This is an optimization exercise on Yosys and OpenROAD, whose aim is small area and a short achievable clock period, not a production implementation. Only simulation tests tie the RTL to the original design; equivalence was not proved.

==> flow/config.mk <==
export PLATFORM = sky130hd
export DESIGN_NAME = ch_compose
export DESIGN_NICKNAME = ch_compose
export VERILOG_FILES = /design/flow/design.v
export SDC_FILE = /design/flow/constraint.sdc
export NUM_CORES = 4
export LEC_CHECK = 0
export CAP_MARGIN = 20
export CORE_MARGIN = 2
export CORE_UTILIZATION = 45
export CTS_CLUSTER_DIAMETER = 80
export CTS_CLUSTER_SIZE = 30
export PLACE_DENSITY = 0.6
export SLEW_MARGIN = 65
==> flow/standard.sh <==
#!/bin/bash
# synth_recipe.tcl (not shown) runs the flow's synth.tcl, then flattens the netlist and writes it again
# the make line also repeats each setting of config.mk as NAME=value (left out here)
make -C /OpenROAD-flow-scripts/flow DESIGN_CONFIG=/design/flow/config.mk WORK_HOME=/design/flow/orfs CLKGATE_MAP_FILE= SYNTH_SCRIPT=/design/flow/synth_recipe.tcl "${@:-finish}"
==> flow/flow/run.sh <==
#!/bin/bash
# The standard layout (the standard.sh: standard synthesis, floorplan,
# placement, CTS, routing), with one change: the buffers that placement puts
# on every input and output port are sky130_fd_sc_hd__buf_2 cells instead of
# the cell buffer_ports picks by default.
set -euo pipefail
export BUFFER_PORTS_ARGS="-buffer_cell sky130_fd_sc_hd__buf_2"
bash standard.sh > standard_flow.log 2>&1
==> flow/constraint.sdc <==
create_clock -name core_clock -period 17.0 [get_ports {clk}]
set_input_delay 3.4000 -clock core_clock [delete_from_list [all_inputs] [get_ports {clk}]]
set_output_delay 3.4000 -clock core_clock [all_outputs]
set_load 0.01 [all_outputs]
==> flow/design.v <==
module ch_compose (
    input  wire        clk,
    input  wire        rst,
    input  wire        in_valid,
    input  wire [1:0]  x_lo,
    input  wire [1:0]  y_lo,
    input  wire [1:0]  frame_lo,
    input  wire        depth8,
    input  wire [1:0]  dither,
    input  wire [29:0] fill,
    input  wire        l0_en,  input wire [2:0] l0_fmt,  input wire [39:0] l0_pix,  input wire [9:0] l0_galpha,
    input  wire        l1_en,  input wire [2:0] l1_fmt,  input wire [39:0] l1_pix,  input wire [9:0] l1_galpha,
    input  wire        l2_en,  input wire [2:0] l2_fmt,  input wire [39:0] l2_pix,  input wire [9:0] l2_galpha,
    input  wire        l3_en,  input wire [2:0] l3_fmt,  input wire [39:0] l3_pix,  input wire [9:0] l3_galpha,
    input  wire        l4_en,  input wire [2:0] l4_fmt,  input wire [39:0] l4_pix,  input wire [9:0] l4_galpha,
    input  wire        l5_en,  input wire [2:0] l5_fmt,  input wire [39:0] l5_pix,  input wire [9:0] l5_galpha,
    output reg         out_valid,
    output reg  [9:0]  out_r,
    output reg  [9:0]  out_g,
    output reg  [9:0]  out_b
);
    genvar n, k, c;
    localparam NR = 15;            
    reg [NR-1:0] v;
    always @(posedge clk) begin
        if (rst) begin
            v         <= {NR{1'b0}};
            out_valid <= 1'b0;
        end else begin
            v         <= {v[NR-2:0], in_valid};
            out_valid <= v[NR-1];
        end
    end
    wire [2:0]  fmt_i [0:5];
    wire [39:0] pix_i [0:5];
    wire [9:0]  ga_i  [0:5];
    assign fmt_i[0] = l0_fmt; assign pix_i[0] = l0_pix; assign ga_i[0] = l0_en ? l0_galpha : 10'd0;
    assign fmt_i[1] = l1_fmt; assign pix_i[1] = l1_pix; assign ga_i[1] = l1_en ? l1_galpha : 10'd0;
    assign fmt_i[2] = l2_fmt; assign pix_i[2] = l2_pix; assign ga_i[2] = l2_en ? l2_galpha : 10'd0;
    assign fmt_i[3] = l3_fmt; assign pix_i[3] = l3_pix; assign ga_i[3] = l3_en ? l3_galpha : 10'd0;
    assign fmt_i[4] = l4_fmt; assign pix_i[4] = l4_pix; assign ga_i[4] = l4_en ? l4_galpha : 10'd0;
    assign fmt_i[5] = l5_fmt; assign pix_i[5] = l5_pix; assign ga_i[5] = l5_en ? l5_galpha : 10'd0;
    reg [29:0] f0, f1, f2;
    always @(posedge clk) begin
        f0 <= fill;
        f1 <= f0;
        f2 <= f1;
    end
    wire [1:0] kx = (dither == 2'd2) ? x_lo + frame_lo : x_lo;
    wire [1:0] ky = (dither == 2'd2) ? y_lo + frame_lo : y_lo;
    wire [1:0] mt = ky[0] ? (kx[0] ? 2'd1 : 2'd3) : (kx[0] ? 2'd2 : 2'd0);
    wire [1:0] t0 = (dither == 2'd0) ? 2'd2 : mt;
    reg  [2:0] dt [0:NR-1];
    always @(posedge clk) begin
        dt[0] <= {depth8, t0};
    end
    generate
        for (k = 1; k < NR; k = k + 1) begin : g_dt
            always @(posedge clk) dt[k] <= dt[k-1];
        end
    endgenerate
    wire [9:0]  al  [0:5];
    wire [29:0] sl  [0:5];
    generate
        for (n = 0; n < 6; n = n + 1) begin : g_lay
            reg  [9:0]  ea;
            always @(*) begin
                case (fmt_i[n])
                    3'd2:    ea = {5{pix_i[n][31:30]}};         
                    3'd4:    ea = {pix_i[n][31:24], pix_i[n][31:30]};
                    3'd6,
                    3'd7,
                    3'd0:    ea = pix_i[n][39:30];
                    default: ea = 10'd1023;
                endcase
            end
            reg [9:0]  ea0;
            reg [9:0]  ga0;
            reg [2:0]  fm0;
            reg [29:0] px0;
            always @(posedge clk) begin
                ea0 <= ea;
                ga0 <= ga_i[n];
                fm0 <= fmt_i[n];
                px0 <= pix_i[n][29:0];
            end
            reg  [29:0] es0;
            always @(*) begin
                case (fm0)
                    3'd3,
                    3'd4:    es0 = {px0[23:16], px0[23:22], px0[15:8], px0[15:14],
                                    px0[7:0], px0[7:6]};
                    3'd5:    es0 = {px0[15:11], px0[15:11], px0[10:5], px0[10:7],
                                    px0[4:0], px0[4:0]};          
                    default: es0 = px0;
                endcase
            end
            wire [9:0] pl, pu0, pu1;
            wire       pk;
            ch_atreel u_at (.A(ea0), .G(ga0), .l(pl), .k(pk), .u0(pu0), .u1(pu1));
            reg [9:0]  plr, pu0r, pu1r;
            reg        pkr;
            reg [29:0] s1;
            always @(posedge clk) begin
                plr  <= pl;
                pkr  <= pk;
                pu0r <= pu0;
                pu1r <= pu1;
                s1   <= es0;
            end
            wire [19:0] ax;
            assign ax[9:0] = plr;
            ch_add10c u_ad (.a(pu0r), .b(pu1r), .ci(pkr), .x(ax[19:10]));
            wire        ac;
            wire [9:0]  ai;
            ch_cmp   u_c (.h(ax[19:10]), .l(ax[9:0]), .c(ac));
            ch_inc10 u_i (.a(ax[19:10]), .y(ai));
            wire [9:0]  a1 = ac ? ai : ax[19:10];
            wire [9:0]  ad [1:12];
            wire [29:0] sd [1:12];
            assign ad[1] = a1;
            assign sd[1] = s1;
            for (k = 2; k <= 2 + 2 * n; k = k + 1) begin : g_dl
                reg [9:0]  ar;
                reg [29:0] sr;
                always @(posedge clk) begin
                    ar <= ad[k-1];
                    sr <= sd[k-1];
                end
                assign ad[k] = ar;
                assign sd[k] = sr;
            end
            assign al[n]  = ad[2 + 2 * n];
            assign sl[n]  = sd[2 + 2 * n];
        end
    endgenerate
    wire [9:0] dr [0:6][0:2];
    generate
        for (c = 0; c < 3; c = c + 1) begin : g_f2
            assign dr[0][c] = f2[c*10 +: 10];
        end
        for (n = 0; n < 6; n = n + 1) begin : g_ln
            for (c = 0; c < 3; c = c + 1) begin : g_c
                wire [9:0] l, u0, u1;
                wire       k;
                ch_treel u_t (.a(al[n]), .s(sl[n][c*10 +: 10]), .d(dr[n][c]),
                              .l(l), .k(k), .u0(u0), .u1(u1));
                reg [9:0] lq, u0q, u1q;
                reg       kq;
                always @(posedge clk) begin
                    lq  <= l;
                    kq  <= k;
                    u0q <= u0;
                    u1q <= u1;
                end
                wire [19:0] x;
                wire        hc;
                assign x[9:0] = lq;
                ch_add10c u_ad (.a(u0q), .b(u1q), .ci(kq), .x(x[19:10]));
                ch_cmp    u_c (.h(x[19:10]), .l(lq), .c(hc));
                wire [9:0]  hi;
                ch_inc10 u_i (.a(x[19:10]), .y(hi));
                reg [9:0] d;
                always @(posedge clk) d <= hc ? hi : x[19:10];
                assign dr[n+1][c] = d;
            end
        end
    endgenerate
    wire [9:0] q [0:2];
    wire [1:0] tt = dt[NR-1][1:0];
    wire       d8 = dt[NR-1][2];
    generate
        for (c = 0; c < 3; c = c + 1) begin : g_out
            wire [9:0] h = dr[6][c];
            wire [7:0] hq;
            ch_inc8 u_i8 (.a(h[9:2]), .y(hq));
            wire [7:0] hs = (&h[9:2]) ? 8'hff : hq;
            wire [2:0] lo = {1'b0, h[1:0]} + {1'b0, tt};
            assign q[c] = d8 ? {2'b00, lo[2] ? hs : h[9:2]} : h;
        end
    endgenerate
    always @(posedge clk) begin
        out_r <= q[2];
        out_g <= q[1];
        out_b <= q[0];
    end
endmodule
module ch_treel (
    input  wire [9:0]  a,
    input  wire [9:0]  s,
    input  wire [9:0]  d,
    output wire [9:0]  l,
    output wire        k,
    output wire [9:0]  u0,
    output wire [9:0]  u1
);
    wire [9:0] m0 = a[0] ? s : d;
    wire [9:0] m1 = a[1] ? s : d;
    wire [9:0] m2 = a[2] ? s : d;
    wire [9:0] m3 = a[3] ? s : d;
    wire [9:0] m4 = a[4] ? s : d;
    wire [9:0] m5 = a[5] ? s : d;
    wire [9:0] m6 = a[6] ? s : d;
    wire [9:0] m7 = a[7] ? s : d;
    wire [9:0] m8 = a[8] ? s : d;
    wire [9:0] m9 = a[9] ? s : d;
    wire w1 = m0[8] ^ m1[7];
    wire w2 = m0[8] & m1[7];
    wire w3 = m0[9] ^ m1[8] ^ m2[7];
    wire w4 = (m0[9] & m1[8]) | (m0[9] & m2[7]) | (m1[8] & m2[7]);
    wire w5 = m1[9] ^ m2[8];
    wire w6 = m1[9] & m2[8];
    wire w7 = m0[5] ^ m1[4];
    wire w8 = m0[5] & m1[4];
    wire w9 = m0[6] ^ m1[5] ^ m2[4];
    wire w10 = (m0[6] & m1[5]) | (m0[6] & m2[4]) | (m1[5] & m2[4]);
    wire w11 = m3[3] ^ m4[2];
    wire w12 = m3[3] & m4[2];
    wire w13 = m0[7] ^ m1[6] ^ m2[5];
    wire w14 = (m0[7] & m1[6]) | (m0[7] & m2[5]) | (m1[6] & m2[5]);
    wire w15 = m3[4] ^ m4[3] ^ m5[2];
    wire w16 = (m3[4] & m4[3]) | (m3[4] & m5[2]) | (m4[3] & m5[2]);
    wire w17 = m6[1] ^ m7[0];
    wire w18 = m6[1] & m7[0];
    wire w19 = m2[6] ^ m3[5] ^ m4[4];
    wire w20 = (m2[6] & m3[5]) | (m2[6] & m4[4]) | (m3[5] & m4[4]);
    wire w21 = m5[3] ^ m6[2] ^ m7[1];
    wire w22 = (m5[3] & m6[2]) | (m5[3] & m7[1]) | (m6[2] & m7[1]);
    wire w23 = m8[0] ^ 1'b1 ^ w1;
    wire w24 = (m8[0] & 1'b1) | (m8[0] & w1) | (1'b1 & w1);
    wire w25 = m3[6] ^ m4[5] ^ m5[4];
    wire w26 = (m3[6] & m4[5]) | (m3[6] & m5[4]) | (m4[5] & m5[4]);
    wire w27 = m6[3] ^ m7[2] ^ m8[1];
    wire w28 = (m6[3] & m7[2]) | (m6[3] & m8[1]) | (m7[2] & m8[1]);
    wire w29 = m9[0] ^ w2 ^ w3;
    wire w30 = (m9[0] & w2) | (m9[0] & w3) | (w2 & w3);
    wire w31 = m3[7] ^ m4[6] ^ m5[5];
    wire w32 = (m3[7] & m4[6]) | (m3[7] & m5[5]) | (m4[6] & m5[5]);
    wire w33 = m6[4] ^ m7[3] ^ m8[2];
    wire w34 = (m6[4] & m7[3]) | (m6[4] & m8[2]) | (m7[3] & m8[2]);
    wire w35 = m9[1] ^ w5 ^ w4;
    wire w36 = (m9[1] & w5) | (m9[1] & w4) | (w5 & w4);
    wire w37 = m2[9] ^ m3[8] ^ m4[7];
    wire w38 = (m2[9] & m3[8]) | (m2[9] & m4[7]) | (m3[8] & m4[7]);
    wire w39 = m5[6] ^ m6[5] ^ m7[4];
    wire w40 = (m5[6] & m6[5]) | (m5[6] & m7[4]) | (m6[5] & m7[4]);
    wire w41 = m8[3] ^ m9[2] ^ w6;
    wire w42 = (m8[3] & m9[2]) | (m8[3] & w6) | (m9[2] & w6);
    wire w43 = m3[9] ^ m4[8] ^ m5[7];
    wire w44 = (m3[9] & m4[8]) | (m3[9] & m5[7]) | (m4[8] & m5[7]);
    wire w45 = m6[6] ^ m7[5] ^ m8[4];
    wire w46 = (m6[6] & m7[5]) | (m6[6] & m8[4]) | (m7[5] & m8[4]);
    wire w47 = m4[9] ^ m5[8] ^ m6[7];
    wire w48 = (m4[9] & m5[8]) | (m4[9] & m6[7]) | (m5[8] & m6[7]);
    wire w49 = m0[3] ^ m1[2];
    wire w50 = m0[3] & m1[2];
    wire w51 = m0[4] ^ m1[3] ^ m2[2];
    wire w52 = (m0[4] & m1[3]) | (m0[4] & m2[2]) | (m1[3] & m2[2]);
    wire w53 = m3[1] ^ m4[0];
    wire w54 = m3[1] & m4[0];
    wire w55 = m2[3] ^ m3[2] ^ m4[1];
    wire w56 = (m2[3] & m3[2]) | (m2[3] & m4[1]) | (m3[2] & m4[1]);
    wire w57 = m5[0] ^ 1'b1 ^ w7;
    wire w58 = (m5[0] & 1'b1) | (m5[0] & w7) | (1'b1 & w7);
    wire w59 = m5[1] ^ m6[0] ^ 1'b1;
    wire w60 = (m5[1] & m6[0]) | (m5[1] & 1'b1) | (m6[0] & 1'b1);
    wire w61 = w8 ^ w11 ^ w9;
    wire w62 = (w8 & w11) | (w8 & w9) | (w11 & w9);
    wire w63 = 1'b1 ^ w12 ^ w17;
    wire w64 = (1'b1 & w12) | (1'b1 & w17) | (w12 & w17);
    wire w65 = w10 ^ w13 ^ w15;
    wire w66 = (w10 & w13) | (w10 & w15) | (w13 & w15);
    wire w67 = w18 ^ w14 ^ w16;
    wire w68 = (w18 & w14) | (w18 & w16) | (w14 & w16);
    wire w69 = w19 ^ w21 ^ w23;
    wire w70 = (w19 & w21) | (w19 & w23) | (w21 & w23);
    wire w71 = w20 ^ w22 ^ w25;
    wire w72 = (w20 & w22) | (w20 & w25) | (w22 & w25);
    wire w73 = w27 ^ w24 ^ w29;
    wire w74 = (w27 & w24) | (w27 & w29) | (w24 & w29);
    wire w75 = w26 ^ w28 ^ w31;
    wire w76 = (w26 & w28) | (w26 & w31) | (w28 & w31);
    wire w77 = w33 ^ w30 ^ w35;
    wire w78 = (w33 & w30) | (w33 & w35) | (w30 & w35);
    wire w79 = w32 ^ w34 ^ w37;
    wire w80 = (w32 & w34) | (w32 & w37) | (w34 & w37);
    wire w81 = w39 ^ w41 ^ w36;
    wire w82 = (w39 & w41) | (w39 & w36) | (w41 & w36);
    wire w83 = m9[3] ^ w38 ^ w40;
    wire w84 = (m9[3] & w38) | (m9[3] & w40) | (w38 & w40);
    wire w85 = w43 ^ w45 ^ w42;
    wire w86 = (w43 & w45) | (w43 & w42) | (w45 & w42);
    wire w87 = m7[6] ^ m8[5] ^ m9[4];
    wire w88 = (m7[6] & m8[5]) | (m7[6] & m9[4]) | (m8[5] & m9[4]);
    wire w89 = w44 ^ w46 ^ w47;
    wire w90 = (w44 & w46) | (w44 & w47) | (w46 & w47);
    wire w91 = m5[9] ^ m6[8] ^ m7[7];
    wire w92 = (m5[9] & m6[8]) | (m5[9] & m7[7]) | (m6[8] & m7[7]);
    wire w93 = m8[6] ^ m9[5] ^ w48;
    wire w94 = (m8[6] & m9[5]) | (m8[6] & w48) | (m9[5] & w48);
    wire w95 = m6[9] ^ m7[8] ^ m8[7];
    wire w96 = (m6[9] & m7[8]) | (m6[9] & m8[7]) | (m7[8] & m8[7]);
    wire w97 = m0[2] ^ m1[1];
    wire w98 = m0[2] & m1[1];
    wire w99 = m2[1] ^ m3[0] ^ 1'b1;
    wire w100 = (m2[1] & m3[0]) | (m2[1] & 1'b1) | (m3[0] & 1'b1);
    wire w101 = 1'b1 ^ w50 ^ w53;
    wire w102 = (1'b1 & w50) | (1'b1 & w53) | (w50 & w53);
    wire w103 = w54 ^ w52 ^ w55;
    wire w104 = (w54 & w52) | (w54 & w55) | (w52 & w55);
    wire w105 = w56 ^ w59 ^ w58;
    wire w106 = (w56 & w59) | (w56 & w58) | (w59 & w58);
    wire w107 = w60 ^ w63 ^ w62;
    wire w108 = (w60 & w63) | (w60 & w62) | (w63 & w62);
    wire w109 = w64 ^ w66 ^ w67;
    wire w110 = (w64 & w66) | (w64 & w67) | (w66 & w67);
    wire w111 = w68 ^ w71 ^ w70;
    wire w112 = (w68 & w71) | (w68 & w70) | (w71 & w70);
    wire w113 = w72 ^ w75 ^ w74;
    wire w114 = (w72 & w75) | (w72 & w74) | (w75 & w74);
    wire w115 = w76 ^ w79 ^ w81;
    wire w116 = (w76 & w79) | (w76 & w81) | (w79 & w81);
    wire w117 = w80 ^ w83 ^ w85;
    wire w118 = (w80 & w83) | (w80 & w85) | (w83 & w85);
    wire w119 = w87 ^ w84 ^ w89;
    wire w120 = (w87 & w84) | (w87 & w89) | (w84 & w89);
    wire w121 = w88 ^ w91 ^ w90;
    wire w122 = (w88 & w91) | (w88 & w90) | (w91 & w90);
    wire w123 = m9[6] ^ w92 ^ w95;
    wire w124 = (m9[6] & w92) | (m9[6] & w95) | (w92 & w95);
    wire w125 = m7[9] ^ m8[8] ^ m9[7];
    wire w126 = (m7[9] & m8[8]) | (m7[9] & m9[7]) | (m8[8] & m9[7]);
    wire w127 = m0[1] ^ m1[0];
    wire w128 = m0[1] & m1[0];
    wire w129 = m2[0] ^ 1'b1 ^ w97;
    wire w130 = (m2[0] & 1'b1) | (m2[0] & w97) | (1'b1 & w97);
    wire w131 = w98 ^ w49 ^ w99;
    wire w132 = (w98 & w49) | (w98 & w99) | (w49 & w99);
    wire w133 = w100 ^ w51 ^ w101;
    wire w134 = (w100 & w51) | (w100 & w101) | (w51 & w101);
    wire w135 = w102 ^ w57 ^ w103;
    wire w136 = (w102 & w57) | (w102 & w103) | (w57 & w103);
    wire w137 = w104 ^ w61 ^ w105;
    wire w138 = (w104 & w61) | (w104 & w105) | (w61 & w105);
    wire w139 = w65 ^ w106 ^ w107;
    wire w140 = (w65 & w106) | (w65 & w107) | (w106 & w107);
    wire w141 = w69 ^ w108 ^ w109;
    wire w142 = (w69 & w108) | (w69 & w109) | (w108 & w109);
    wire w143 = w110 ^ w73 ^ w111;
    wire w144 = (w110 & w73) | (w110 & w111) | (w73 & w111);
    wire w145 = w77 ^ w112 ^ w113;
    wire w146 = (w77 & w112) | (w77 & w113) | (w112 & w113);
    wire w147 = w78 ^ w115 ^ w114;
    wire w148 = (w78 & w115) | (w78 & w114) | (w115 & w114);
    wire w149 = w82 ^ w117 ^ w116;
    wire w150 = (w82 & w117) | (w82 & w116) | (w117 & w116);
    wire w151 = w86 ^ w119 ^ w118;
    wire w152 = (w86 & w119) | (w86 & w118) | (w119 & w118);
    wire w153 = w93 ^ w120 ^ w121;
    wire w154 = (w93 & w120) | (w93 & w121) | (w120 & w121);
    wire w155 = w94 ^ w123 ^ w122;
    wire w156 = (w94 & w123) | (w94 & w122) | (w123 & w122);
    wire w157 = w96 ^ w125 ^ w124;
    wire w158 = (w96 & w125) | (w96 & w124) | (w125 & w124);
    wire w159 = m8[9] ^ m9[8] ^ w126;
    wire w160 = (m8[9] & m9[8]) | (m8[9] & w126) | (m9[8] & w126);
    wire w161 = m0[0] & 1'b1;
    wire w162 = w127 & 1'b1;
    wire w163 = w128 & w129;
    wire w164 = w130 & w131;
    wire w165 = w132 & w133;
    wire w166 = w134 & w135;
    wire w167 = w136 & w137;
    wire w168 = w138 & w139;
    wire w169 = w140 & w141;
    wire w170 = w142 & w143;
    wire w171 = m0[0] ^ 1'b1;
    wire w172 = w127 ^ 1'b1;
    wire w173 = w128 ^ w129;
    wire w174 = w130 ^ w131;
    wire w175 = w132 ^ w133;
    wire w176 = w134 ^ w135;
    wire w177 = w136 ^ w137;
    wire w178 = w138 ^ w139;
    wire w179 = w140 ^ w141;
    wire w180 = w142 ^ w143;
    wire w181 = w162 | (w172 & w161);
    wire w182 = w172 & w171;
    wire w183 = w164 | (w174 & w163);
    wire w184 = w174 & w173;
    wire w185 = w166 | (w176 & w165);
    wire w186 = w176 & w175;
    wire w187 = w168 | (w178 & w167);
    wire w188 = w178 & w177;
    wire w189 = w170 | (w180 & w169);
    wire w190 = w180 & w179;
    wire w191 = w163 | (w173 & w181);
    wire w192 = w173 & w182;
    wire w193 = w183 | (w184 & w181);
    wire w194 = w184 & w182;
    wire w195 = w167 | (w177 & w185);
    wire w196 = w177 & w186;
    wire w197 = w187 | (w188 & w185);
    wire w198 = w188 & w186;
    wire w199 = w165 | (w175 & w193);
    wire w200 = w175 & w194;
    wire w201 = w185 | (w186 & w193);
    wire w202 = w186 & w194;
    wire w203 = w195 | (w196 & w193);
    wire w204 = w196 & w194;
    wire w205 = w197 | (w198 & w193);
    wire w206 = w198 & w194;
    wire w207 = w169 | (w179 & w205);
    wire w208 = w179 & w206;
    wire w209 = w189 | (w190 & w205);
    wire w210 = w190 & w206;
    wire w211 = w172 ^ w161;
    wire w212 = w173 ^ w181;
    wire w213 = w174 ^ w191;
    wire w214 = w175 ^ w193;
    wire w215 = w176 ^ w199;
    wire w216 = w177 ^ w201;
    wire w217 = w178 ^ w203;
    wire w218 = w179 ^ w205;
    wire w219 = w180 ^ w207;
    assign l = {w219, w218, w217, w216, w215, w214, w213, w212, w211, w171};
    assign k = w209;
    assign u0 = {1'b0, w160, w158, w156, w154, w152, w150, w148, w146, w144};
    assign u1 = {1'b0, m9[9], w159, w157, w155, w153, w151, w149, w147, w145};
endmodule
module ch_add10c (
    input  wire [9:0] a,
    input  wire [9:0] b,
    input  wire ci,
    output wire [9:0] x
);
    wire w1 = a[0] & b[0];
    wire w2 = a[1] & b[1];
    wire w3 = a[2] & b[2];
    wire w4 = a[3] & b[3];
    wire w5 = a[4] & b[4];
    wire w6 = a[5] & b[5];
    wire w7 = a[6] & b[6];
    wire w8 = a[7] & b[7];
    wire w9 = a[8] & b[8];
    wire w10 = a[9] & b[9];
    wire w11 = a[0] ^ b[0];
    wire w12 = a[1] ^ b[1];
    wire w13 = a[2] ^ b[2];
    wire w14 = a[3] ^ b[3];
    wire w15 = a[4] ^ b[4];
    wire w16 = a[5] ^ b[5];
    wire w17 = a[6] ^ b[6];
    wire w18 = a[7] ^ b[7];
    wire w19 = a[8] ^ b[8];
    wire w20 = a[9] ^ b[9];
    wire w21 = w1 | (w11 & ci);
    wire w22 = w2 | (w12 & w21);
    wire w23 = w12 & w11;
    wire w24 = w4 | (w14 & w3);
    wire w25 = w14 & w13;
    wire w26 = w6 | (w16 & w5);
    wire w27 = w16 & w15;
    wire w28 = w8 | (w18 & w7);
    wire w29 = w18 & w17;
    wire w30 = w10 | (w20 & w9);
    wire w31 = w20 & w19;
    wire w32 = w3 | (w13 & w22);
    wire w33 = w13 & w23;
    wire w34 = w24 | (w25 & w22);
    wire w35 = w25 & w23;
    wire w36 = w7 | (w17 & w26);
    wire w37 = w17 & w27;
    wire w38 = w28 | (w29 & w26);
    wire w39 = w29 & w27;
    wire w40 = w5 | (w15 & w34);
    wire w41 = w15 & w35;
    wire w42 = w26 | (w27 & w34);
    wire w43 = w27 & w35;
    wire w44 = w36 | (w37 & w34);
    wire w45 = w37 & w35;
    wire w46 = w38 | (w39 & w34);
    wire w47 = w39 & w35;
    wire w48 = w9 | (w19 & w46);
    wire w49 = w19 & w47;
    wire w50 = w30 | (w31 & w46);
    wire w51 = w31 & w47;
    wire w52 = w11 ^ ci;
    wire w53 = w12 ^ w21;
    wire w54 = w13 ^ w22;
    wire w55 = w14 ^ w32;
    wire w56 = w15 ^ w34;
    wire w57 = w16 ^ w40;
    wire w58 = w17 ^ w42;
    wire w59 = w18 ^ w44;
    wire w60 = w19 ^ w46;
    wire w61 = w20 ^ w48;
    assign x = {w61, w60, w59, w58, w57, w56, w55, w54, w53, w52};
endmodule
module ch_atreel (
    input  wire [9:0]  A,
    input  wire [9:0]  G,
    output wire [9:0]  l,
    output wire        k,
    output wire [9:0]  u0,
    output wire [9:0]  u1
);
    wire [9:0] p0 = G[0] ? A : 10'd0;
    wire [9:0] p1 = G[1] ? A : 10'd0;
    wire [9:0] p2 = G[2] ? A : 10'd0;
    wire [9:0] p3 = G[3] ? A : 10'd0;
    wire [9:0] p4 = G[4] ? A : 10'd0;
    wire [9:0] p5 = G[5] ? A : 10'd0;
    wire [9:0] p6 = G[6] ? A : 10'd0;
    wire [9:0] p7 = G[7] ? A : 10'd0;
    wire [9:0] p8 = G[8] ? A : 10'd0;
    wire [9:0] p9 = G[9] ? A : 10'd0;
    wire w1 = p0[8] ^ p1[7];
    wire w2 = p0[8] & p1[7];
    wire w3 = p0[9] ^ p1[8] ^ p2[7];
    wire w4 = (p0[9] & p1[8]) | (p0[9] & p2[7]) | (p1[8] & p2[7]);
    wire w5 = p1[9] ^ p2[8];
    wire w6 = p1[9] & p2[8];
    wire w7 = p0[5] ^ p1[4];
    wire w8 = p0[5] & p1[4];
    wire w9 = p0[6] ^ p1[5] ^ p2[4];
    wire w10 = (p0[6] & p1[5]) | (p0[6] & p2[4]) | (p1[5] & p2[4]);
    wire w11 = p3[3] ^ p4[2];
    wire w12 = p3[3] & p4[2];
    wire w13 = p0[7] ^ p1[6] ^ p2[5];
    wire w14 = (p0[7] & p1[6]) | (p0[7] & p2[5]) | (p1[6] & p2[5]);
    wire w15 = p3[4] ^ p4[3] ^ p5[2];
    wire w16 = (p3[4] & p4[3]) | (p3[4] & p5[2]) | (p4[3] & p5[2]);
    wire w17 = p6[1] ^ p7[0];
    wire w18 = p6[1] & p7[0];
    wire w19 = p2[6] ^ p3[5] ^ p4[4];
    wire w20 = (p2[6] & p3[5]) | (p2[6] & p4[4]) | (p3[5] & p4[4]);
    wire w21 = p5[3] ^ p6[2] ^ p7[1];
    wire w22 = (p5[3] & p6[2]) | (p5[3] & p7[1]) | (p6[2] & p7[1]);
    wire w23 = p8[0] ^ 1'b1 ^ w1;
    wire w24 = (p8[0] & 1'b1) | (p8[0] & w1) | (1'b1 & w1);
    wire w25 = p3[6] ^ p4[5] ^ p5[4];
    wire w26 = (p3[6] & p4[5]) | (p3[6] & p5[4]) | (p4[5] & p5[4]);
    wire w27 = p6[3] ^ p7[2] ^ p8[1];
    wire w28 = (p6[3] & p7[2]) | (p6[3] & p8[1]) | (p7[2] & p8[1]);
    wire w29 = p9[0] ^ w2 ^ w3;
    wire w30 = (p9[0] & w2) | (p9[0] & w3) | (w2 & w3);
    wire w31 = p3[7] ^ p4[6] ^ p5[5];
    wire w32 = (p3[7] & p4[6]) | (p3[7] & p5[5]) | (p4[6] & p5[5]);
    wire w33 = p6[4] ^ p7[3] ^ p8[2];
    wire w34 = (p6[4] & p7[3]) | (p6[4] & p8[2]) | (p7[3] & p8[2]);
    wire w35 = p9[1] ^ w5 ^ w4;
    wire w36 = (p9[1] & w5) | (p9[1] & w4) | (w5 & w4);
    wire w37 = p2[9] ^ p3[8] ^ p4[7];
    wire w38 = (p2[9] & p3[8]) | (p2[9] & p4[7]) | (p3[8] & p4[7]);
    wire w39 = p5[6] ^ p6[5] ^ p7[4];
    wire w40 = (p5[6] & p6[5]) | (p5[6] & p7[4]) | (p6[5] & p7[4]);
    wire w41 = p8[3] ^ p9[2] ^ w6;
    wire w42 = (p8[3] & p9[2]) | (p8[3] & w6) | (p9[2] & w6);
    wire w43 = p3[9] ^ p4[8] ^ p5[7];
    wire w44 = (p3[9] & p4[8]) | (p3[9] & p5[7]) | (p4[8] & p5[7]);
    wire w45 = p6[6] ^ p7[5] ^ p8[4];
    wire w46 = (p6[6] & p7[5]) | (p6[6] & p8[4]) | (p7[5] & p8[4]);
    wire w47 = p4[9] ^ p5[8] ^ p6[7];
    wire w48 = (p4[9] & p5[8]) | (p4[9] & p6[7]) | (p5[8] & p6[7]);
    wire w49 = p0[3] ^ p1[2];
    wire w50 = p0[3] & p1[2];
    wire w51 = p0[4] ^ p1[3] ^ p2[2];
    wire w52 = (p0[4] & p1[3]) | (p0[4] & p2[2]) | (p1[3] & p2[2]);
    wire w53 = p3[1] ^ p4[0];
    wire w54 = p3[1] & p4[0];
    wire w55 = p2[3] ^ p3[2] ^ p4[1];
    wire w56 = (p2[3] & p3[2]) | (p2[3] & p4[1]) | (p3[2] & p4[1]);
    wire w57 = p5[0] ^ 1'b1 ^ w7;
    wire w58 = (p5[0] & 1'b1) | (p5[0] & w7) | (1'b1 & w7);
    wire w59 = p5[1] ^ p6[0] ^ 1'b1;
    wire w60 = (p5[1] & p6[0]) | (p5[1] & 1'b1) | (p6[0] & 1'b1);
    wire w61 = w8 ^ w11 ^ w9;
    wire w62 = (w8 & w11) | (w8 & w9) | (w11 & w9);
    wire w63 = 1'b1 ^ w12 ^ w17;
    wire w64 = (1'b1 & w12) | (1'b1 & w17) | (w12 & w17);
    wire w65 = w10 ^ w13 ^ w15;
    wire w66 = (w10 & w13) | (w10 & w15) | (w13 & w15);
    wire w67 = w18 ^ w14 ^ w16;
    wire w68 = (w18 & w14) | (w18 & w16) | (w14 & w16);
    wire w69 = w19 ^ w21 ^ w23;
    wire w70 = (w19 & w21) | (w19 & w23) | (w21 & w23);
    wire w71 = w20 ^ w22 ^ w25;
    wire w72 = (w20 & w22) | (w20 & w25) | (w22 & w25);
    wire w73 = w27 ^ w24 ^ w29;
    wire w74 = (w27 & w24) | (w27 & w29) | (w24 & w29);
    wire w75 = w26 ^ w28 ^ w31;
    wire w76 = (w26 & w28) | (w26 & w31) | (w28 & w31);
    wire w77 = w33 ^ w30 ^ w35;
    wire w78 = (w33 & w30) | (w33 & w35) | (w30 & w35);
    wire w79 = w32 ^ w34 ^ w37;
    wire w80 = (w32 & w34) | (w32 & w37) | (w34 & w37);
    wire w81 = w39 ^ w41 ^ w36;
    wire w82 = (w39 & w41) | (w39 & w36) | (w41 & w36);
    wire w83 = p9[3] ^ w38 ^ w40;
    wire w84 = (p9[3] & w38) | (p9[3] & w40) | (w38 & w40);
    wire w85 = w43 ^ w45 ^ w42;
    wire w86 = (w43 & w45) | (w43 & w42) | (w45 & w42);
    wire w87 = p7[6] ^ p8[5] ^ p9[4];
    wire w88 = (p7[6] & p8[5]) | (p7[6] & p9[4]) | (p8[5] & p9[4]);
    wire w89 = w44 ^ w46 ^ w47;
    wire w90 = (w44 & w46) | (w44 & w47) | (w46 & w47);
    wire w91 = p5[9] ^ p6[8] ^ p7[7];
    wire w92 = (p5[9] & p6[8]) | (p5[9] & p7[7]) | (p6[8] & p7[7]);
    wire w93 = p8[6] ^ p9[5] ^ w48;
    wire w94 = (p8[6] & p9[5]) | (p8[6] & w48) | (p9[5] & w48);
    wire w95 = p6[9] ^ p7[8] ^ p8[7];
    wire w96 = (p6[9] & p7[8]) | (p6[9] & p8[7]) | (p7[8] & p8[7]);
    wire w97 = p0[2] ^ p1[1];
    wire w98 = p0[2] & p1[1];
    wire w99 = p2[1] ^ p3[0] ^ 1'b1;
    wire w100 = (p2[1] & p3[0]) | (p2[1] & 1'b1) | (p3[0] & 1'b1);
    wire w101 = 1'b1 ^ w50 ^ w53;
    wire w102 = (1'b1 & w50) | (1'b1 & w53) | (w50 & w53);
    wire w103 = w54 ^ w52 ^ w55;
    wire w104 = (w54 & w52) | (w54 & w55) | (w52 & w55);
    wire w105 = w56 ^ w59 ^ w58;
    wire w106 = (w56 & w59) | (w56 & w58) | (w59 & w58);
    wire w107 = w60 ^ w63 ^ w62;
    wire w108 = (w60 & w63) | (w60 & w62) | (w63 & w62);
    wire w109 = w64 ^ w66 ^ w67;
    wire w110 = (w64 & w66) | (w64 & w67) | (w66 & w67);
    wire w111 = w68 ^ w71 ^ w70;
    wire w112 = (w68 & w71) | (w68 & w70) | (w71 & w70);
    wire w113 = w72 ^ w75 ^ w77;
    wire w114 = (w72 & w75) | (w72 & w77) | (w75 & w77);
    wire w115 = w76 ^ w79 ^ w78;
    wire w116 = (w76 & w79) | (w76 & w78) | (w79 & w78);
    wire w117 = w80 ^ w83 ^ w85;
    wire w118 = (w80 & w83) | (w80 & w85) | (w83 & w85);
    wire w119 = w87 ^ w84 ^ w89;
    wire w120 = (w87 & w84) | (w87 & w89) | (w84 & w89);
    wire w121 = w88 ^ w91 ^ w90;
    wire w122 = (w88 & w91) | (w88 & w90) | (w91 & w90);
    wire w123 = p9[6] ^ w92 ^ w95;
    wire w124 = (p9[6] & w92) | (p9[6] & w95) | (w92 & w95);
    wire w125 = p7[9] ^ p8[8] ^ p9[7];
    wire w126 = (p7[9] & p8[8]) | (p7[9] & p9[7]) | (p8[8] & p9[7]);
    wire w127 = p0[1] ^ p1[0];
    wire w128 = p0[1] & p1[0];
    wire w129 = p2[0] ^ 1'b1 ^ w97;
    wire w130 = (p2[0] & 1'b1) | (p2[0] & w97) | (1'b1 & w97);
    wire w131 = w98 ^ w49 ^ w99;
    wire w132 = (w98 & w49) | (w98 & w99) | (w49 & w99);
    wire w133 = w100 ^ w51 ^ w101;
    wire w134 = (w100 & w51) | (w100 & w101) | (w51 & w101);
    wire w135 = w102 ^ w57 ^ w103;
    wire w136 = (w102 & w57) | (w102 & w103) | (w57 & w103);
    wire w137 = w104 ^ w61 ^ w105;
    wire w138 = (w104 & w61) | (w104 & w105) | (w61 & w105);
    wire w139 = w65 ^ w106 ^ w107;
    wire w140 = (w65 & w106) | (w65 & w107) | (w106 & w107);
    wire w141 = w69 ^ w108 ^ w109;
    wire w142 = (w69 & w108) | (w69 & w109) | (w108 & w109);
    wire w143 = w110 ^ w73 ^ w111;
    wire w144 = (w110 & w73) | (w110 & w111) | (w73 & w111);
    wire w145 = w74 ^ w112 ^ w113;
    wire w146 = (w74 & w112) | (w74 & w113) | (w112 & w113);
    wire w147 = w81 ^ w114 ^ w115;
    wire w148 = (w81 & w114) | (w81 & w115) | (w114 & w115);
    wire w149 = w82 ^ w117 ^ w116;
    wire w150 = (w82 & w117) | (w82 & w116) | (w117 & w116);
    wire w151 = w86 ^ w119 ^ w118;
    wire w152 = (w86 & w119) | (w86 & w118) | (w119 & w118);
    wire w153 = w93 ^ w121 ^ w120;
    wire w154 = (w93 & w121) | (w93 & w120) | (w121 & w120);
    wire w155 = w94 ^ w123 ^ w122;
    wire w156 = (w94 & w123) | (w94 & w122) | (w123 & w122);
    wire w157 = w96 ^ w125 ^ w124;
    wire w158 = (w96 & w125) | (w96 & w124) | (w125 & w124);
    wire w159 = p8[9] ^ p9[8] ^ w126;
    wire w160 = (p8[9] & p9[8]) | (p8[9] & w126) | (p9[8] & w126);
    wire w161 = p0[0] & 1'b1;
    wire w162 = w127 & 1'b1;
    wire w163 = w128 & w129;
    wire w164 = w130 & w131;
    wire w165 = w132 & w133;
    wire w166 = w134 & w135;
    wire w167 = w136 & w137;
    wire w168 = w138 & w139;
    wire w169 = w140 & w141;
    wire w170 = w142 & w143;
    wire w171 = p0[0] ^ 1'b1;
    wire w172 = w127 ^ 1'b1;
    wire w173 = w128 ^ w129;
    wire w174 = w130 ^ w131;
    wire w175 = w132 ^ w133;
    wire w176 = w134 ^ w135;
    wire w177 = w136 ^ w137;
    wire w178 = w138 ^ w139;
    wire w179 = w140 ^ w141;
    wire w180 = w142 ^ w143;
    wire w181 = w162 | (w172 & w161);
    wire w182 = w172 & w171;
    wire w183 = w164 | (w174 & w163);
    wire w184 = w174 & w173;
    wire w185 = w166 | (w176 & w165);
    wire w186 = w176 & w175;
    wire w187 = w168 | (w178 & w167);
    wire w188 = w178 & w177;
    wire w189 = w170 | (w180 & w169);
    wire w190 = w180 & w179;
    wire w191 = w163 | (w173 & w181);
    wire w192 = w173 & w182;
    wire w193 = w183 | (w184 & w181);
    wire w194 = w184 & w182;
    wire w195 = w167 | (w177 & w185);
    wire w196 = w177 & w186;
    wire w197 = w187 | (w188 & w185);
    wire w198 = w188 & w186;
    wire w199 = w165 | (w175 & w193);
    wire w200 = w175 & w194;
    wire w201 = w185 | (w186 & w193);
    wire w202 = w186 & w194;
    wire w203 = w195 | (w196 & w193);
    wire w204 = w196 & w194;
    wire w205 = w197 | (w198 & w193);
    wire w206 = w198 & w194;
    wire w207 = w169 | (w179 & w205);
    wire w208 = w179 & w206;
    wire w209 = w189 | (w190 & w205);
    wire w210 = w190 & w206;
    wire w211 = w172 ^ w161;
    wire w212 = w173 ^ w181;
    wire w213 = w174 ^ w191;
    wire w214 = w175 ^ w193;
    wire w215 = w176 ^ w199;
    wire w216 = w177 ^ w201;
    wire w217 = w178 ^ w203;
    wire w218 = w179 ^ w205;
    wire w219 = w180 ^ w207;
    assign l = {w219, w218, w217, w216, w215, w214, w213, w212, w211, w171};
    assign k = w209;
    assign u0 = {1'b0, w160, w158, w156, w154, w152, w150, w148, w146, w144};
    assign u1 = {1'b0, p9[9], w159, w157, w155, w153, w151, w149, w147, w145};
endmodule
module ch_cmp (
    input  wire [9:0] h,
    input  wire [9:0] l,
    output wire       c
);
    wire w1 = h[0] & l[0];
    wire w2 = h[1] & l[1];
    wire w3 = h[2] & l[2];
    wire w4 = h[3] & l[3];
    wire w5 = h[4] & l[4];
    wire w6 = h[5] & l[5];
    wire w7 = h[6] & l[6];
    wire w8 = h[7] & l[7];
    wire w9 = h[8] & l[8];
    wire w10 = h[9] & l[9];
    wire w11 = h[0] | l[0];
    wire w12 = h[1] | l[1];
    wire w13 = h[2] | l[2];
    wire w14 = h[3] | l[3];
    wire w15 = h[4] | l[4];
    wire w16 = h[5] | l[5];
    wire w17 = h[6] | l[6];
    wire w18 = h[7] | l[7];
    wire w19 = h[8] | l[8];
    wire w20 = h[9] | l[9];
    wire w21 = w1 | (w11 & 1'b1);
    wire w22 = w2 | (w12 & w21);
    wire w23 = w12 & w11;
    wire w24 = w4 | (w14 & w3);
    wire w25 = w14 & w13;
    wire w26 = w6 | (w16 & w5);
    wire w27 = w16 & w15;
    wire w28 = w8 | (w18 & w7);
    wire w29 = w18 & w17;
    wire w30 = w10 | (w20 & w9);
    wire w31 = w20 & w19;
    wire w32 = w3 | (w13 & w22);
    wire w33 = w13 & w23;
    wire w34 = w24 | (w25 & w22);
    wire w35 = w25 & w23;
    wire w36 = w7 | (w17 & w26);
    wire w37 = w17 & w27;
    wire w38 = w28 | (w29 & w26);
    wire w39 = w29 & w27;
    wire w40 = w5 | (w15 & w34);
    wire w41 = w15 & w35;
    wire w42 = w26 | (w27 & w34);
    wire w43 = w27 & w35;
    wire w44 = w36 | (w37 & w34);
    wire w45 = w37 & w35;
    wire w46 = w38 | (w39 & w34);
    wire w47 = w39 & w35;
    wire w48 = w9 | (w19 & w46);
    wire w49 = w19 & w47;
    wire w50 = w30 | (w31 & w46);
    wire w51 = w31 & w47;
    assign c = w50;
endmodule
module ch_inc10 (
    input  wire [9:0] a,
    output wire [9:0] y
);
    wire w1 = 1'b0 | (a[0] & 1'b1);
    wire w2 = 1'b0 | (a[1] & w1);
    wire w3 = a[1] & a[0];
    wire w4 = 1'b0 | (a[3] & 1'b0);
    wire w5 = a[3] & a[2];
    wire w6 = 1'b0 | (a[5] & 1'b0);
    wire w7 = a[5] & a[4];
    wire w8 = 1'b0 | (a[7] & 1'b0);
    wire w9 = a[7] & a[6];
    wire w10 = 1'b0 | (a[9] & 1'b0);
    wire w11 = a[9] & a[8];
    wire w12 = 1'b0 | (a[2] & w2);
    wire w13 = a[2] & w3;
    wire w14 = w4 | (w5 & w2);
    wire w15 = w5 & w3;
    wire w16 = 1'b0 | (a[6] & w6);
    wire w17 = a[6] & w7;
    wire w18 = w8 | (w9 & w6);
    wire w19 = w9 & w7;
    wire w20 = 1'b0 | (a[4] & w14);
    wire w21 = a[4] & w15;
    wire w22 = w6 | (w7 & w14);
    wire w23 = w7 & w15;
    wire w24 = w16 | (w17 & w14);
    wire w25 = w17 & w15;
    wire w26 = w18 | (w19 & w14);
    wire w27 = w19 & w15;
    wire w28 = 1'b0 | (a[8] & w26);
    wire w29 = a[8] & w27;
    wire w30 = w10 | (w11 & w26);
    wire w31 = w11 & w27;
    wire w32 = a[0] ^ 1'b1;
    wire w33 = a[1] ^ w1;
    wire w34 = a[2] ^ w2;
    wire w35 = a[3] ^ w12;
    wire w36 = a[4] ^ w14;
    wire w37 = a[5] ^ w20;
    wire w38 = a[6] ^ w22;
    wire w39 = a[7] ^ w24;
    wire w40 = a[8] ^ w26;
    wire w41 = a[9] ^ w28;
    assign y = {w41, w40, w39, w38, w37, w36, w35, w34, w33, w32};
endmodule
module ch_inc8 (
    input  wire [7:0] a,
    output wire [7:0] y
);
    wire w1 = 1'b0 | (a[0] & 1'b1);
    wire w2 = 1'b0 | (a[1] & w1);
    wire w3 = a[1] & a[0];
    wire w4 = 1'b0 | (a[3] & 1'b0);
    wire w5 = a[3] & a[2];
    wire w6 = 1'b0 | (a[5] & 1'b0);
    wire w7 = a[5] & a[4];
    wire w8 = 1'b0 | (a[7] & 1'b0);
    wire w9 = a[7] & a[6];
    wire w10 = 1'b0 | (a[2] & w2);
    wire w11 = a[2] & w3;
    wire w12 = w4 | (w5 & w2);
    wire w13 = w5 & w3;
    wire w14 = 1'b0 | (a[6] & w6);
    wire w15 = a[6] & w7;
    wire w16 = w8 | (w9 & w6);
    wire w17 = w9 & w7;
    wire w18 = 1'b0 | (a[4] & w12);
    wire w19 = a[4] & w13;
    wire w20 = w6 | (w7 & w12);
    wire w21 = w7 & w13;
    wire w22 = w14 | (w15 & w12);
    wire w23 = w15 & w13;
    wire w24 = w16 | (w17 & w12);
    wire w25 = w17 & w13;
    wire w26 = a[0] ^ 1'b1;
    wire w27 = a[1] ^ w1;
    wire w28 = a[2] ^ w2;
    wire w29 = a[3] ^ w10;
    wire w30 = a[4] ^ w12;
    wire w31 = a[5] ^ w18;
    wire w32 = a[6] ^ w20;
    wire w33 = a[7] ^ w22;
    assign y = {w33, w32, w31, w30, w29, w28, w27, w26};
endmodule
==> metrics.md, run 1 <==
| Metric | Value |
|---|---|
| Placer Congestion | `0.850` |
| # clock sinks | `2,995` |
| Die X | `596 microns` |
| Hold buffers post-CTS | `0` |
| Critical path's slowest cell | `dfxtp_1` |
| CTS Buffer Depth | `4` |
| WP data arrival | `1.38 ns` |
| Post-Syn Area | `0.158 sq mm` |
| Row Count | `217` |
| Synth warn | `3` |
| Most used DFF post-synth | `dfxtp_1` |
| # setup viols final | `0` |
| Total CTS buffers | `166` |
| Reg2reg start | `g_lay[1].g_dl[4].ar[4]` |
| Detail Route Antenna Nets | `0` |
| Post-CTS Setup Bufs | `0` |
| Cell variety after synth | `74` |
| Register bit total from synthesis | `2,995` |
| Achievable Freq | `209 MHz` |
| Core box area | `0.349 sq mm` |
| Sequential cell area fraction in the yosys report | `38.0%` |
| Fin Setup TNS | `0 ns` |
| Remaining DRCs | `0` |
| Num ports | `397` |
| DP Cell Count | `18,385` |
| PortBufs | `393` |
| CP Launch Type | `flip-flop` |
| Fin. Hold Viols | `0` |
| Drt first pass iters | `7` |
| Commonest non-fill, non-tap cells in the layout | `dfxtp_1, inv_1, fa_1, mux2_2, ha_1` |
| Layout Utilization | `48.8%` |
| Worst setup EP type | `output pin` |
| Clock H-tree levels | `4` |
| Commonest non-fill, non-tap cell in the layout | `dfxtp_1` |
| Hold Path Origin | `g_lay[3].s1[29]` |
| Vias | `89,858` |
| Initial detailed-routing violation count | `3,562` |
| Via density | `4.81` |
| Root Driver | `clkbuf_16` |
| Post-cts sizing count | `0` |
| Buf/Inv on CP | `1` |
| Max Clock Skew | `0.0668 ns` |
| Largest net degree at the start of global routing | `49` |
| Setup CP Type | `flip-flop to output pin` |
| Crit path max-delay family | `flip-flops` |
| WL/cell | `17.3 microns` |
| Share of cells above drive strength 1 | `14.3%` |
| Worst-path cell chain | `buf_2` |
| Final Cycle Share | `28.1%` |
| Worst path max stage delay | `0.34 ns` |
| Dpl hpwl | `241,000 microns` |
| Synth async-reset ratio | `0%` |
| Net count, final | `16,903` |
| GR Util All Layers | `18.3%` |
| Fin cells | `18,671` |
| Critical Path Start | `out_r[2]` |
| Min Tclk post-route | `4.78 ns` |
| Post-Syn Instances | `13,999` |
| Slew at the pin with the worst max-slew slack | `0.524 ns` |
| Area of the die | `0.356 sq mm` |
| Vias in the first global route | `94,324` |
| Area growth syn-to-layout | `8.00%` |
| Grt total ovfl | `0` |
| Routed wire length | `322,000 microns` |
| Clock tree from TritonCTS | `yes` |
| Initial Util | `45.2%` |
| Syn nets | `16,945` |
| Slew headroom | `65.0%` |
| Worst Path Required | `13.60 ns` |
| Number of synthesized flops with an enable pin | `0` |
| Initial antenna violation count | `14` |
| RSZ-0062 raised after global routing | `false` |
| Status | `finished clean` |
| Max-cap violations | `0` |
| Hold Path Class | `flip-flop to flip-flop` |
| Height of the die | `596 microns` |
| Fillers | `31,743` |
| Max Slew Vio Count | `0` |
| Avg Inst Size Synth | `11.3 sq um` |
| CP max FO | `1` |
| First-pass GRT wire length | `520,000 microns` |
| Skew-Pair Late Insertion Delay | `0.90 ns` |
| Clock-pin transition on the worst setup and hold timing paths | `0.10 ns` |
==> flip-flops by register name, indices dropped and copies added (netlist names), 60 cells and up <==
register	flops
g_lay.g_dl.sr	1080
g_lay.g_dl.ar	360
g_lay.px0	180
g_lay.s1	180
g_ln.g_c.d	180
g_ln.g_c.lq	180
g_ln.g_c.u0q	162
g_ln.g_c.u1q	162
g_lay.ea0	60
g_lay.ga0	60
g_lay.plr	60
==> worst paths after layout <==
kind	to	slack [ns]	cells after the start
max	out_r[2]	12.22	1
min	g_lay[3].g_dl[2].sr[29]	0.28	0
max reg2reg	g_ln[1].g_c[1].lq[9]	12.31	14
min reg2reg	g_lay[3].g_dl[2].sr[29]	0.28	0
==> cell usage after synthesis, drive strengths merged, types with 7 or more instances <==
library cell  instances  area, sq um
and2                533         3330
o22ai                 8         50.1
a21o                 54          405
xnor2               237         2080
nor2                248          931
or4                   7         75.1
o211ai               27          238
clkbuf              257          965
ha                  852        10700
a21oi               164          821
inv                2639         9910
o21a                122          916
nand2b              161         1010
a221o               119         1190
a2bb2oi               8         70.1
nand3b               16          120
nor3                 36          180
buf                 439         1750
nand2               512         1930
a31o                 19          166
o31a                 25          219
o22a                 52          455
dfxtp              2995        60000
mux2i               831         8320
o21ai               183          916
or3                  12         75.1
nand3                56          280
mux2               1019        11500
o41ai                 7         61.3
o31ai                38          285
maj3                 30          309
a22oi                44          330
a31oi                35          225
nor2b               163         1040
fa                 1728        34600
a221oi               24          285
and3                 78          488
a21boi               67          529
or3b                 10         87.6
o311ai               12          105
or2                  24          150
xor2                 65          569
==> area by class of cell <==
class                   instances  area, sq um  share of cell area (%)
multi-input cells            7669        85900                    50.4
diodes                          6         15.0                 0.00880
well taps                    4599         5750                    3.37
flip-flops and latches       2995        60100                    35.2
repair buffers                486         2860                    1.68
clock inverters               100         1710                    1.00
clock buffers                 177         4310                    2.53
inverters                    2639         9910                    5.81
==> worst register-to-register path: cells and delay by family (launching register included) <==
kind	cells	cell delay [ns]
buffers and inverters	3	0.47
DFF	1	0.33
and+or+nand+nor	1	0.07
muxes	1	0.45
AOI/OAI and AO/OA	3	0.70
adders and majority gates	5	2.32
xor gates and xnor gates	1	0.30
==> metal layers <==
metal	wire length [microns]	GRT usage [%]	up-vias
met2	156000	31.6	1373
met4	12400	6.52	0
met5	0	0	-
met1	143000	23.8	44306
li1	-	-	43682
met3	10600	1.95	497
==> kinds of logic (layout without fill, tap and decap cells) <==
logic type / count (synthesis) / in the layout / share of synthesized area (%)
AO/OA/AOI/OAI: 1037 / 1037 / 4.78
XOR/XNOR: 302 / 302 / 1.67
adder cells (fa/ha/maj): 2610 / 2610 / 28.9
buffers and inverters: 3335 / 3402 / 7.99
flip-flops: 2995 / 2995 / 38.0
multiplexers: 1850 / 1850 / 12.5
other: 0 / 6 / 0
AND/OR/NAND/NOR: 1870 / 1870 / 6.20
==> through the flow <==
stage	setup slack, ns	cell area (sq um)	hold WS (ns)
global route	12.11	171000	0.277
CTS	12.10	170000	0.275
detailed placement	12.38	164000	0.312
floorplan	12.53	158000	0.310
global placement	12.26	164000	0.310
finish	12.22	171000	0.278
==> run 2: changes to the inputs <==
--- a/flow/design.v
+++ b/flow/design.v
@@ -61,4 +61,5 @@
     endgenerate
     wire [9:0]  al  [0:5];
+    wire [9:0]  aln [0:5];
     wire [29:0] sl  [0:5];
     generate
@@ -132,4 +133,7 @@
             end
             assign al[n]  = ad[2 + 2 * n];
+            reg [9:0] an;
+            always @(posedge clk) an <= ~ad[1 + 2 * n];
+            assign aln[n] = an;
             assign sl[n]  = sd[2 + 2 * n];
         end
@@ -144,5 +148,5 @@
                 wire [9:0] l, u0, u1;
                 wire       k;
-                ch_treel u_t (.a(al[n]), .s(sl[n][c*10 +: 10]), .d(dr[n][c]),
+                ch_treel u_t (.a(al[n]), .na(aln[n]), .s(sl[n][c*10 +: 10]), .d(dr[n][c]),
                               .l(l), .k(k), .u0(u0), .u1(u1));
                 reg [9:0] lq, u0q, u1q;
@@ -188,4 +192,5 @@
 module ch_treel (
     input  wire [9:0]  a,
+    input  wire [9:0]  na,
     input  wire [9:0]  s,
     input  wire [9:0]  d,
@@ -195,14 +200,14 @@
     output wire [9:0]  u1
 );
-    wire [9:0] m0 = a[0] ? s : d;
-    wire [9:0] m1 = a[1] ? s : d;
-    wire [9:0] m2 = a[2] ? s : d;
-    wire [9:0] m3 = a[3] ? s : d;
-    wire [9:0] m4 = a[4] ? s : d;
-    wire [9:0] m5 = a[5] ? s : d;
-    wire [9:0] m6 = a[6] ? s : d;
-    wire [9:0] m7 = a[7] ? s : d;
-    wire [9:0] m8 = a[8] ? s : d;
-    wire [9:0] m9 = a[9] ? s : d;
+    wire [9:0] m0 = ({10{a[0]}} & s) | ({10{na[0]}} & d);
+    wire [9:0] m1 = ({10{a[1]}} & s) | ({10{na[1]}} & d);
+    wire [9:0] m2 = ({10{a[2]}} & s) | ({10{na[2]}} & d);
+    wire [9:0] m3 = ({10{a[3]}} & s) | ({10{na[3]}} & d);
+    wire [9:0] m4 = ({10{a[4]}} & s) | ({10{na[4]}} & d);
+    wire [9:0] m5 = ({10{a[5]}} & s) | ({10{na[5]}} & d);
+    wire [9:0] m6 = ({10{a[6]}} & s) | ({10{na[6]}} & d);
+    wire [9:0] m7 = ({10{a[7]}} & s) | ({10{na[7]}} & d);
+    wire [9:0] m8 = ({10{a[8]}} & s) | ({10{na[8]}} & d);
+    wire [9:0] m9 = ({10{a[9]}} & s) | ({10{na[9]}} & d);
     wire w1 = m0[8] ^ m1[7];
     wire w2 = m0[8] & m1[7];
==> run 2 against run 1 <==
Still clean on timing, DRC and antenna; wire length increased by 11%; non-clock buffer count increased by 40; utilization decreased by 0.051 points; global-route usage increased by 2.2 points; largest cell class unchanged; highest routed layer unchanged.
==> metrics.md, run 2 <==
| Metric | Value |
|---|---|
| Status | `finished clean` |
| Placer Congestion | `0.858` |
| Hold Slack | `0.274 ns` |
| Drt first pass iters | `8` |
| Crit path max-delay family | `flip-flops` |
| Initial Util | `45.1%` |
| Initial detailed-routing violation count | `6,458` |
| WP data arrival | `1.37 ns` |
| Slew headroom | `61.7%` |
| Hold buffers post-CTS | `0` |
| Post-Syn Instances | `14,105` |
| # setup viols final | `0` |
| Via density | `5.23` |
| Initial antenna violation count | `12` |
| Slew at the pin with the worst max-slew slack | `0.574 ns` |
| Row Count | `215` |
| RSZ-0062 raised after global routing | `false` |
| Area of the die | `0.348 sq mm` |
| PortBufs | `393` |
| First-pass GRT wire length | `567,000 microns` |
| Max-cap violations | `0` |
| Root Driver | `clkbuf_16` |
| Net count, final | `16,878` |
| Worst setup EP type | `output pin` |
| Max reg flops | `1,080` |
| Worst-path cell chain | `buf_2` |
| Hold Path Class | `flip-flop to flip-flop` |
| Post-synth top cells | `dfxtp_1, inv_1, fa_1` |
| Top cell type's share of synthesized area | `39.6%` |
| Total CTS buffers | `168` |
| Largest registers | `g_lay.g_dl.sr: 1080 flops, g_lay.g_dl.ar: 360 flops` |
| Synth warn | `3` |
| Layout Utilization | `48.8%` |
| Count leader, synth | `dfxtp_1` |
| Routed wire length | `358,000 microns` |
| # clock sinks | `3,055` |
| Commonest non-fill, non-tap cell in the layout | `dfxtp_1` |
| Vias in the first global route | `101,089` |
| Sequential cell area fraction in the yosys report | `39.6%` |
| Setup CP Type | `flip-flop to output pin` |
| GR Util All Layers | `20.5%` |
| Height of the die | `590 microns` |
| Most used DFF post-synth | `dfxtp_1` |
| Detail Route Antenna Nets | `0` |
| Clock H-tree levels | `4` |
| Avg Inst Size Synth | `11.0 sq um` |
| Min Tclk post-route | `4.77 ns` |
| Biggest register | `g_lay.g_dl.sr` |
| Clock-pin transition on the worst setup and hold timing paths | `0.10 ns` |
| Fin Setup TNS | `0 ns` |
| CTS Buffer Depth | `4` |
| Syn nets | `17,051` |
| Dpl hpwl | `259,000 microns` |
| Vias | `97,258` |
| Cell variety after synth | `67` |
| Post-CTS Setup Bufs | `0` |
| Buf/Inv on CP | `1` |
| Max Slew Vio Count | `0` |
| Final worst slack | `12.23 ns` |
| Pre-CTS WS | `12.36 ns` |
| Area growth syn-to-layout | `8.09%` |
| Achievable Freq | `210 MHz` |
| Die X | `590 microns` |
| Worst Path Required | `13.60 ns` |
| Fin. Hold Viols | `0` |
| Worst path max stage delay | `0.32 ns` |
| Post-Syn Area | `0.154 sq mm` |
| Grt total ovfl | `0` |
| Clock tree from TritonCTS | `yes` |
| Largest net degree at the start of global routing | `49` |
| Final Cycle Share | `28.0%` |
| Synth async-reset ratio | `0%` |
| Share of cells above drive strength 1 | `8.32%` |
| Synth area leaders | `dfxtp_1, fa_1, ha_1` |
| Number of synthesized flops with an enable pin | `0` |
| Post-cts sizing count | `0` |
| Max Clock Skew | `0.0772 ns` |
| Num ports | `397` |
| CP max FO | `1` |
| Core box area | `0.342 sq mm` |
| Fillers | `31,216` |
| CP Launch Type | `flip-flop` |
| Skew-Pair Late Insertion Delay | `0.93 ns` |
| Remaining DRCs | `0` |
| Register bit total from synthesis | `3,055` |
| Critical path's slowest cell | `dfxtp_1` |
| WL/cell | `19.2 microns` |
| Commonest non-fill, non-tap cells in the layout | `dfxtp_1, inv_1, fa_1, a22o_1, ha_1` |
| Synth area leader | `dfxtp_1` |
## run 2: area by class of cell
type	count	area [sq um]	share of cell area, %
Timing Repair Buffer	526	2980	1.78
Sequential cell	3055	61400	36.8
Multi-Input combinational cell	7562	81000	48.5
Tap cell	4557	5700	3.41
Antenna cell	2	5.00	0.00300
Clock buffer	178	4350	2.60
Clock inverter	97	1760	1.05
Inverter	2619	9830	5.89
## run 2: through the flow
stage | cell area, sq um | std cells
2_1_floorplan | 154000 | 14105
3_3_place_gp | 160000 | 18314
3_5_place_dp | 161000 | 18319
4_1_cts | 167000 | 18594
5_1_grt | 167000 | 18596
6_report | 167000 | 18596
## run 2: metal layers
layer | vias up | global-route usage [%] | routed length, microns
met5 | - | 0 | 0
met4 | 0 | 7.88 | 14300
met3 | 769 | 2.68 | 20700
met2 | 3274 | 35.9 | 175000
met1 | 47967 | 25.8 | 148000
li1 | 45248 | - | -
## run 2: kinds of logic (layout without fill, tap and decap cells)
logic type / count (synthesis) / count (layout) / share of synthesized area, %
other cells: 0 / 2 / 0
mux: 64 / 64 / 0.452
simple gates: 1648 / 1648 / 5.54
xor+xnor: 329 / 329 / 1.87
buf+inv: 3488 / 3420 / 8.48
flops: 3055 / 3055 / 39.6
fa+ha+maj: 2640 / 2640 / 29.7
compound gates: 2881 / 2881 / 14.4
## run 2: path summary, 6_finish.rpt
kind                            cells after the start                endpoint  slack (ns)               startpoint
worst max-delay path                                1                out_r[1]       12.23                 out_r[1]
worst min-delay path                                0  g_lay[3].g_dl[7].sr[5]        0.27   g_lay[3].g_dl[6].sr[5]
worst max register to register                     12    g_ln[4].g_c[1].lq[9]       12.46  g_lay[4].g_dl[10].ar[1]
worst min register to register                      0  g_lay[3].g_dl[7].sr[5]        0.27   g_lay[3].g_dl[6].sr[5]
==> run 3: changes to the inputs <==
--- a/flow/config.mk
+++ b/flow/config.mk
@@ -11,4 +11,4 @@
 export CTS_CLUSTER_DIAMETER = 80
 export CTS_CLUSTER_SIZE = 30
-export PLACE_DENSITY = 0.6
+export PLACE_DENSITY = 0.78
 export SLEW_MARGIN = 65
==> run 3 against run 2 <==
Non-clock buffer count up 6; clock skew down 0.0060 ns; register-to-register slack worse by 0.06 ns; critical path type unchanged; highest routed layer is now met5; hold slack better by 0.018 ns; critical endpoint unchanged.
==> metrics.md, run 3 <==
| Metric | Value |
|---|---|
| Status | `finished clean` |
| Slew headroom | `61.7%` |
| Hold buffers post-CTS | `0` |
| Net count, final | `16,879` |
| Number of synthesized flops with an enable pin | `0` |
| Dpl hpwl | `248,000 microns` |
| Avg Inst Size Synth | `11.0 sq um` |
| CP max FO | `1` |
| Worst setup EP type | `output pin` |
| Crit path max-delay family | `flip-flops` |
| Register bit total from synthesis | `3,055` |
| Drt first pass iters | `7` |
| Worst-path cell chain | `buf_2` |
| Placer Congestion | `0.870` |
| Grt met1 use | `24.3%` |
| Cell variety after synth | `67` |
| Core box area | `0.342 sq mm` |
| GRT met3 Usage | `3.74%` |
| Initial Util | `45.1%` |
| Final worst slack | `12.23 ns` |
| Post-cts sizing count | `0` |
| Via density | `5.38` |
| Clock H-tree levels | `4` |
| Sequential cell area fraction in the yosys report | `39.6%` |
| Post-CTS Setup Bufs | `0` |
| Commonest non-fill, non-tap cell in the layout | `dfxtp_1` |
| First-pass GRT wire length | `552,000 microns` |
| Clock tree from TritonCTS | `yes` |
| Syn nets | `17,051` |
| Max-cap violations | `0` |
| Biggest register | `g_lay.g_dl.sr` |
| Largest net degree at the start of global routing | `49` |
| Post-Syn Instances | `14,105` |
| PortBufs | `393` |
| Worst path max stage delay | `0.32 ns` |
| Slew at the pin with the worst max-slew slack | `0.573 ns` |
| WL/cell | `18.5 microns` |
| Buf/Inv on CP | `1` |
| Synth area leaders | `dfxtp_1, fa_1, ha_1` |
| Min Tclk post-route | `4.77 ns` |
| Total CTS buffers | `163` |
| Area growth syn-to-layout | `7.84%` |
| Top cell type's share of synthesized area | `39.6%` |
| Hold Path Class | `flip-flop to flip-flop` |
| Worst Path Required | `13.60 ns` |
| Hold Path Origin | `g_lay[5].g_dl[7].sr[3]` |
| Die X | `590 microns` |
| Commonest non-fill, non-tap cells in the layout | `dfxtp_1, inv_1, fa_1, a22o_1, ha_1` |
| Max Clock Skew | `0.0712 ns` |
| # setup viols final | `0` |
| Vias in the first global route | `104,714` |
| Clock-pin transition on the worst setup and hold timing paths | `0.10 ns` |
| Root Driver | `clkbuf_16` |
| CP Launch Type | `flip-flop` |
| Max Slew Vio Count | `0` |
| Fin. Hold Viols | `0` |
| Setup CP Type | `flip-flop to output pin` |
| Detail Route Antenna Nets | `0` |
| CTS Buffer Depth | `4` |
| Max reg flops | `1,080` |
| WP data arrival | `1.37 ns` |
| GR Util All Layers | `19.6%` |
| Post-Syn Area | `0.154 sq mm` |
| Post-synth top cells | `dfxtp_1, inv_1, fa_1` |
| Busiest grt layer | `met2` |
| Remaining DRCs | `0` |
| Critical path's slowest cell | `dfxtp_1` |
| Pre-CTS WS | `12.49 ns` |
| Initial detailed-routing violation count | `8,574` |
| RSZ-0062 raised after global routing | `false` |
| Most used DFF post-synth | `dfxtp_1` |
| Largest registers | `g_lay.g_dl.sr: 1080 flops, g_lay.g_dl.ar: 360 flops` |
| Initial antenna violation count | `32` |
| Row Count | `215` |
| Height of the die | `590 microns` |
| Critical Path Start | `out_r[1]` |
| Synth async-reset ratio | `0%` |
| Hold Slack | `0.292 ns` |
| Area of the die | `0.348 sq mm` |
| Grt total ovfl | `0` |
| Share of cells above drive strength 1 | `7.68%` |
| Synth area leader | `dfxtp_1` |
| Vias | `100,269` |
| Count leader, synth | `dfxtp_1` |
| Skew-Pair Late Insertion Delay | `0.91 ns` |
| Reg2reg start | `g_ln[3].g_c[1].u1q[0]` |
| Num ports | `397` |
| Synth warn | `3` |
| Fin Setup TNS | `0 ns` |
| # clock sinks | `3,055` |
| Final Cycle Share | `28.0%` |
| Routed wire length | `344,000 microns` |
| GRT met2 Usage | `33.0%` |
| Achievable Freq | `210 MHz` |
run 3: cell counts after synthesis:
No cell type changed its count.
run 3: path summary, 6_finish.rpt:
path,end,slack [ns],depth (start not counted)
worst max-delay path,out_r[1],12.23,1
worst max register to register,g_ln[3].g_c[1].d[4],12.40,16
worst min register to register,g_lay[5].g_dl[8].sr[3],0.29,0
worst min-delay path,g_lay[5].g_dl[8].sr[3],0.29,0
run 3: stage by stage:
| stage | util, % | area, sq um | std cells |
|---|---|---|---|
| final | 48.6 | 167000 | 18634 |
| after floorplan | - | 154000 | 14105 |
| after global placement | 46.7 | 160000 | 18323 |
| after CTS | 48.5 | 166000 | 18586 |
| after detailed placement | 46.8 | 160000 | 18325 |
| after global routing | 48.6 | 167000 | 18626 |
run 3: routing by layer:
metal,wire length [microns],part of all wire (%)
met4,17400,5.0
met1,134000,39
met2,163000,47
met3,30100,8.8
met5,204,0.059
run 3: cell type report:
cell class / count / area, sq um
sequential: 3055 / 61300
tap: 4557 / 5700
fill: 29925 / 176000
timing repair buffer: 532 / 3010
antenna: 48 / 120
clock buffer: 172 / 4170
clock inverter: 89 / 1640
inverter: 2619 / 9830
multi-input combinational: 7562 / 80800
run 3: kinds of logic after synthesis:
group                      share of synthesized area, %
adders and majority gates                          29.7
buffers and inverters                              8.48
and+or+nand+nor                                    5.54
DFF                                                39.6
muxes                                             0.452
AOI/OAI and AO/OA                                  14.4
xor gates and xnor gates                           1.87

afterwards: timing with drivers on the ports:
No port has a modelled driver above. Below, the same layouts with a new extraction and two added sets of constraints.
Step 1: set_driving_cell puts a clkbuf_16 on clk and a buf_2 on each other input, an assumption about the parent block.
Step 2 adds t to the input delays and takes it off the output delays; t is the mean of the earliest and latest rising clock arrival at the registers after step 1. Input paths then give back, and output paths get back, about the clock's delay inside the block.
a / b / c = ideal ports / drivers / drivers and shift; a / b = the first two.
run | shift t [ns] | slack for setup (ns) | latest minus earliest clock arrival (ns) | worst register clock-pin slew, ns | worst slew at a driven data input, ns
run 1 | 0.976 | 12.219 / 12.117 / 12.314 | 0.081 / 0.081 | 0.11 / 0.11 | 0.11
run 2 | 1.004 | 12.233 / 12.121 / 12.280 | 0.095 / 0.096 | 0.11 / 0.11 | 0.26
run 3 | 0.976 | 12.235 / 12.139 / 12.403 | 0.081 / 0.081 | 0.11 / 0.11 | 0.09
After both steps every run listed still meets setup and hold.
